This design comes from an exercise in tuning for small area, a short achievable clock period and few clock cycles per item on the open sky130 flow, not from production work. Only simulation tests tie the RTL to the original design; equivalence was not proved.

## v42
==> flow/design.v (excerpt) <==
module pi_ctrl (
    input  wire        clk,
    input  wire        rst,           
    input  wire        in_valid,
    output wire        in_ready,
    input  wire [31:0] ref_in,
    input  wire [31:0] fb_in,
    input  wire [31:0] trk_in,
    input  wire [31:0] trken_in,
    input  wire [31:0] lo_in,
    input  wire [31:0] hi_in,
    input  wire [4:0]  conn,          
    input  wire [31:0] kp,            
    input  wire [31:0] kit,           
    input  wire [31:0] lo_p,          
    input  wire [31:0] hi_p,          
    input  wire [4:0]  trk_bit,       
    input  wire        flag_clr,      
    output reg         out_valid,
    output reg  [31:0] y,
    output reg  [31:0] flg,
    output reg         sat
);
    localparam signed [63:0] S64_MAX = 64'sh7FFF_FFFF_FFFF_FFFF;
    localparam signed [63:0] S64_MIN = -64'sh7FFF_FFFF_FFFF_FFFF - 64'sd1;
    reg        rst_q;
    always @(posedge clk) rst_q <= rst;
    reg        rdy_q;                 
    reg        rdy_o;                 
    reg        adjq;                  
    reg        v1;
    reg [31:0] ref1, fb1, trk1, loi1, hii1, lop1, hip1, kp1, kit1;
    reg [4:0]  conn1;
    reg        fclr1;
    reg        track1;                
    assign in_ready = rdy_o;
    wire kp_same = v1 && (kp == kp1);
    always @(posedge clk) begin
        if (rst) begin
            rdy_q <= 1'b1;
            rdy_o <= 1'b1;
            adjq  <= 1'b0;
            v1    <= 1'b0;
        end else begin
            rdy_q <= !(in_valid && rdy_q && !kp_same);
            rdy_o <= !(in_valid && rdy_o && !kp_same);
            adjq  <= in_valid && !adjq && !kp_same;
            if (rdy_q) v1 <= in_valid;
        end
        if (rdy_q) begin
            ref1   <= ref_in;
            fb1    <= fb_in;
            trk1   <= trk_in;
            track1 <= conn[2] && trken_in[trk_bit];
            loi1   <= lo_in;
            hii1   <= hi_in;
            lop1   <= lo_p;
            hip1   <= hi_p;
            kp1    <= kp;
            kit1   <= kit;
            conn1  <= conn;
            fclr1  <= flag_clr;
        end
    end
    wire adjA  = adjq;                
    wire normA = v1 && !adjq;         
    wire signed [31:0] ref_s = ref1;
    wire signed [31:0] fb_s  = conn1[0] ? fb1  : 32'd0;
    wire signed [31:0] trk_s = conn1[1] ? trk1 : 32'd0;
  ...
Size in the first run: ~13000 cells after synthesis, ~850 flip-flops, about 400 I/O pins, ~0.10 mm2 of cells after synthesis.
==> flow/config.mk <==
export PLATFORM = sky130hd
export DESIGN_NAME = pi_ctrl
export DESIGN_NICKNAME = pi_ctrl
export VERILOG_FILES = /design/flow/design.v
export SDC_FILE = /design/flow/constraint.sdc
export NUM_CORES = 4
export LEC_CHECK = 0
export ABC_AREA = 1
export ABC_CLOCK_PERIOD_IN_PS = 10000
export CAP_MARGIN = 20
export CORE_MARGIN = 2
export CORE_UTILIZATION = 50
export CTS_CLUSTER_DIAMETER = 100
export CTS_CLUSTER_SIZE = 20
export SETUP_SLACK_MARGIN = 2
export SLEW_MARGIN = 20
==> flow/constraint.sdc <==
create_clock -name core_clock -period 44.0 [get_ports {clk}]
set_input_delay 8.8000 -clock core_clock [delete_from_list [all_inputs] [get_ports {clk}]]
set_output_delay 8.8000 -clock core_clock [all_outputs]
set_load 0.01 [all_outputs]
standard.sh (not shown) runs the stock make flow with config.mk's settings and CLKGATE_MAP_FILE= SYNTH_SCRIPT=/design/flow/synth_recipe.tcl, a recipe that flattens the netlist after the stock synthesis.
==> flow/flow/run.sh <==
#!/bin/bash
# The standard layout, with plain buffers (buf_2) on the ports instead of
# the delay buffers buffer_ports would otherwise pick.
set -euo pipefail
export BUFFER_PORTS_ARGS="-buffer_cell sky130_fd_sc_hd__buf_2"
bash standard.sh > standard_flow.log 2>&1
v42 completed end to end with timing, DRC and antenna clean.
Testbench counts of v42, summed over its fixed seeds: cycles 16,547, execs 16,000.
For v16, these inputs were changed with respect to v42:
Settings: removing CTS_CLUSTER_DIAMETER (formerly 100); removing CTS_CLUSTER_SIZE (formerly 20).
## What came out
v42 -> v16: core area delta 0, exact match
There was hardly any difference in per-cell via count in the routed design between v42 and v16.
Min wire length across v42 and v16: v42
## Diff of input files: v49 against v16
Settings: putting CTS_CLUSTER_SIZE at 24 where nothing was set; putting CTS_CLUSTER_DIAMETER at 120 where nothing was set.
## What came out
- Of v49 and v16, it is v49 that has the lower global-route usage over all layers.
- As far as met1 demand-to-capacity share in global routing is concerned, v16 and v49 perform about the same.
- As far as portion of the post-synthesis area used by sequential elements goes, v16 and v49 are indistinguishable; the numbers are identical.
- Between v49 and v16, the utilization is lower for v49.
- Per-cell via count in the routed design delta for v49 relative to v16: 0.031 higher
- Of v49 and v16, v49 shows the higher sequential share of layout area, with v16 below it.

---

Another version of the RTL of pi_ctrl (not shown whole).
Size in the first run: about 13,000 cells after synthesis, roughly 830 flip-flops, about 400 I/O pins, roughly 0.10 mm^2 of cells after synthesis.
Settings: LEC_CHECK=0, ABC_AREA=1, ABC_CLOCK_PERIOD_IN_PS=10000, CAP_MARGIN=20, CORE_MARGIN=2, CORE_UTILIZATION=60, SETUP_SLACK_MARGIN=2, SLEW_MARGIN=20; clock period 44.0 ns.
Scripts as last shown in full above: flow/flow/run.sh
Testbench counts at the start, summed over its fixed seeds: cycles 16,547, execs 16,000.
Next try:
- CORE_UTILIZATION: 60 -> 50
Effect: Worst setup slack improves by 110 ps; cell area went up by 0.64%; wire length came out higher by 3.4%; sequential share of layout area fell by 0.11 points; synthesized cell count stays the same.

---

Another version of the RTL of pi_ctrl (not shown whole).
Size in the first run: about 12000 cells after synthesis, roughly 850 flip-flops, ~400 I/O pins.
clock: 44.0 ns
lec_check: 0
abc_area: 1
abc_clock_period_in_ps: 10000
cap_margin: 20
core_margin: 2
core_utilization: 50
cts_cluster_diameter: 100
cts_cluster_size: 20
setup_slack_margin: 2
slew_margin: 20
Scripts as last shown in full above: flow/flow/run.sh
The baseline completed without violations.
Testbench counts at the start, summed over its fixed seeds: cycles 16,547, execs 16,000.
Then changed:
Settings changed: CTS_CLUSTER_DIAMETER 100 to 120, CTS_CLUSTER_SIZE 20 to 24.
=> Non-clock buffer count falls by 1. Sequential share of layout area is about the same. Worst setup slack degrades by 25 ps. Core utilization falls by 0.18 points. Via count falls by 0.47%. Global-route usage is about the same. Clock-buffer cell count falls by 9. Wire length barely changes. First-iteration DRC count falls by 3.1%. Clock skew rises by 63 ps.

---

Another version of the RTL of pi_ctrl (not shown whole).
For scale: roughly 13000 cells after synthesis, ~930 flip-flops, about 400 I/O pins, roughly 0.10 mm^2 of cells after synthesis.
clock: 44.0 ns
lec_check: 0
abc_area: 1
abc_clock_period_in_ps: 10000
cap_margin: 20
core_margin: 2
core_utilization: 50
setup_slack_margin: 2
slew_margin: 20
Scripts as last shown in full above: flow/flow/run.sh
The starting point finished with timing, DRC and antenna clean.
Testbench counts at the start, summed over its fixed seeds: cycles 16,547, execs 16,000.
Change:
==> flow/run.sh (new file) <==
#!/bin/bash
# synth_recipe.tcl (not shown) runs the flow's synth.tcl, then flattens the netlist and writes it again
# the make line also repeats each setting of config.mk as NAME=value (left out here)
make -C /OpenROAD-flow-scripts/flow DESIGN_CONFIG=/design/flow/config.mk WORK_HOME=/design/flow/orfs CLKGATE_MAP_FILE= SYNTH_SCRIPT=/design/flow/synth_recipe.tcl finish
removed: flow/flow/run.sh
removed: flow/standard.sh
Fmax fell by 3.8%; global-route usage rose by 0.36 points; wire length rose by 0.87%; count of clock-buffer cells in the layout fell by 8; sequential cell count does not change.

-- static timing again, ports no longer ideal --
How much do the figures lean on ideal ports? The routed layouts below were timed once more, with nothing changed but the port constraints.
Step 1 (the two cells are an assumption about what drives the block):
set clk [get_ports {clk}]
set_driving_cell -lib_cell sky130_fd_sc_hd__clkbuf_16 $clk
set_driving_cell -lib_cell sky130_fd_sc_hd__buf_2 [delete_from_list [all_inputs] $clk]
Step 2, shift: input delay + t, output delay - t, t = (earliest + latest rising clock arrival at the registers) / 2. This alone moves slack from input paths to output paths.
Slacks: ideal ports / drivers / drivers and shift; pairs: ideal ports / drivers.
run	shift t [ns]	setup WS [ns]	worst setup path at the end	worst data-port slew with drivers (ns)	cell pins on the clock port's net
v42	0.849	33.919 / 33.823 / 33.347	input to register	0.09	1
v16	0.857	33.925 / 33.828 / 33.325	input to register	0.08	1
v49	0.817	33.944 / 33.852 / 33.294	input to register	0.08	1
the first run of note 2	0.833	33.853 / 33.853 / 33.630	input to register	0.09	1
the second run of note 2	0.844	33.965 / 33.870 / 33.633	input to register	0.09	1
the first run of note 3	0.835	33.969 / 33.878 / 33.521	input to register	0.07	1
the second run of note 3	0.811	33.944 / 33.846 / 33.529	input to register	0.07	1
the first run of note 4	0.883	33.879 / 33.785 / 33.211	input to register	0.07	1
the second run of note 4	0.888	33.485 / 33.379 / 32.721	input to register	0.08	1
After both steps setup and hold are still met in every run listed. The setup slack of the second run of note 4, which loses most, moves by -0.106 ns with the drivers and by -0.764 ns with both steps.
